Source: an optimization exercise on an open RTL-to-GDS flow (aim: small area, a short achievable clock period and few clock cycles per item). Production flows keep margins and buffers that such runs may drop. In this exercise RTL edits were held to simulation tests only and were not proved equivalent to the original.

## qg_spread_quant
module qg_spread_quant (
    input  wire         clk,
    input  wire         rst,
    input  wire         in_valid,
    output wire         in_ready,
    input  wire         in_first,    
    input  wire         in_blank,    
    input  wire         in_dots,     
    input  wire         in_grey3,    
    input  wire [16:0]  in_share,    
    input  wire [15:0]  in_gain,     
    input  wire [2:0]   in_lev,      
    input  wire [127:0] in_vol,      
    output reg          out_valid,
    output reg  [2:0]   out_lev,
    output reg          out_clip
);
    assign in_ready = 1'b1;
    reg         s1_valid;
    reg         s1_first, s1_blank, s1_dots, s1_grey3;
    reg [16:0]  s1_share;
    reg [15:0]  s1_ngain;    
    reg [2:0]   s1_lev;
    reg [111:0] s1_vol;
    always @(posedge clk) begin
        s1_valid <= in_valid && !rst;
        s1_first <= in_first;
        s1_blank <= in_blank;
        s1_dots  <= in_dots;
        s1_grey3 <= in_grey3;
        s1_share <= in_share;
        s1_ngain <= ~(in_dots ? 16'h4000 : in_gain);
        s1_lev   <= in_lev;
        s1_vol   <= in_vol[127:16];
    end
    genvar gi;
    wire [18:-1] bs = {2'b00, s1_share, 1'b0};     
    wire [15:0]  bg = ~s1_ngain;
    wire [32:0] mul_a, mul_b;
    wire bn0 = bs[1];
    wire b10 = bs[0] ^ 1'b0;
    wire b20 = (bs[1] & ~bs[0] & ~1'b0) | (~bs[1] & bs[0] & 1'b0);
    wire bp0_0 = ((b10 & bg[0]) | (b20 & 1'b0)) ^ bn0;
    wire bp0_1 = ((b10 & bg[1]) | (b20 & bg[0])) ^ bn0;
    wire bp0_2 = ((b10 & bg[2]) | (b20 & bg[1])) ^ bn0;
    wire bp0_3 = ((b10 & bg[3]) | (b20 & bg[2])) ^ bn0;
    wire bp0_4 = ((b10 & bg[4]) | (b20 & bg[3])) ^ bn0;
    wire bp0_5 = ((b10 & bg[5]) | (b20 & bg[4])) ^ bn0;
    wire bp0_6 = ((b10 & bg[6]) | (b20 & bg[5])) ^ bn0;
    wire bp0_7 = ((b10 & bg[7]) | (b20 & bg[6])) ^ bn0;
    wire bp0_8 = ((b10 & bg[8]) | (b20 & bg[7])) ^ bn0;
    wire bp0_9 = ((b10 & bg[9]) | (b20 & bg[8])) ^ bn0;
    wire bp0_10 = ((b10 & bg[10]) | (b20 & bg[9])) ^ bn0;
  ...
Size: roughly 180 I/O pins.
clock: 36.0 ns
lec_check: 0
abc_area: 1
cap_margin: 20
core_margin: 2
core_utilization: 40
cts_cluster_diameter: 100
cts_cluster_size: 22
place_density: 0.6
slew_margin: 20
standard.sh (not shown) runs the stock make flow with config.mk's settings and CLKGATE_MAP_FILE= SYNTH_SCRIPT=/design/flow/synth_recipe.tcl, a recipe that flattens the netlist after the stock synthesis.
==> flow/flow/run.sh <==
#!/bin/bash
# The standard layout, except that the ports are buffered with the
# smallest buffer (sky130_fd_sc_hd__buf_1) instead of the delay cell
# buffer_ports picks by itself, and clock tree synthesis uses smaller
# leaf buffers and adds no dummy loads.  Synthesis is the standard one.
set -euo pipefail
bash standard.sh synth > synth.log 2>&1
bash standard.sh "BUFFER_PORTS_ARGS=-buffer_cell sky130_fd_sc_hd__buf_1" \
    "CTS_ARGS=-sink_clustering_enable -repair_clock_nets -sink_clustering_size 20 -sink_clustering_max_diameter 50 -sink_clustering_buffer sky130_fd_sc_hd__clkbuf_8 -dont_use_dummy_load" \
    finish > layout.log 2>&1
Testbench counts at the start, summed over its fixed seeds: cycles 40,016, items 40,000.
Rerun with:
==> flow/flow/run.sh (replaced) <==
#!/bin/bash
# The standard layout, except that the ports are buffered with the
# smallest buffer (sky130_fd_sc_hd__buf_1) instead of the delay cell
# buffer_ports picks by itself, and clock tree synthesis adds no dummy
# loads.  Synthesis is the standard one.
set -euo pipefail
bash standard.sh synth > synth.log 2>&1
bash standard.sh "BUFFER_PORTS_ARGS=-buffer_cell sky130_fd_sc_hd__buf_1" \
    "CTS_ARGS=-sink_clustering_enable -repair_clock_nets -sink_clustering_size 22 -sink_clustering_max_diameter 100 -dont_use_dummy_load" \
    finish > layout.log 2>&1
Worst setup slack loses 0.0031 ns.
Count of clock-buffer cells in the layout came out lower by 16.
Sequential cell count does not change.
Synthesized area does not change.
Rerun with:
--- a/flow/flow/run.sh
+++ b/flow/flow/run.sh
@@ -9 +9 @@
-    "CTS_ARGS=-sink_clustering_enable -repair_clock_nets -sink_clustering_size 22 -sink_clustering_max_diameter 100 -dont_use_dummy_load" \
+    "CTS_ARGS=-sink_clustering_enable -repair_clock_nets -sink_clustering_size 30 -sink_clustering_max_diameter 50 -dont_use_dummy_load" \
=> The changed run produced a clean layout. Worst setup slack gets worse by 0.015 ns. Wire length increases slightly. First-iteration DRC count increases slightly. Synthesized area does not change. Via count increases slightly.

afterwards: timing with drivers on the ports:
In the flow no input, the clock included, has a driving cell. The finished layouts below were timed again as built, in two steps.
Step 1 assumes that a clkbuf_16 drives the clock port and a buf_2 every other input.
Step 2, shift: input delay + t, output delay - t, t = (earliest + latest rising clock arrival at the registers) / 2. This alone moves slack from input paths to output paths.
a / b / c = ideal / step 1 / step 2; a / b = the first two.
run	t (ns)	setup WS [ns]	worst setup path after step 2
the first run	0.595	27.754 / 27.693 / 28.071	input to register
the second run	0.599	27.751 / 27.689 / 28.068	input to register
the third run	0.622	27.736 / 27.674 / 28.057	input to register
After both steps every run listed still meets setup and hold.
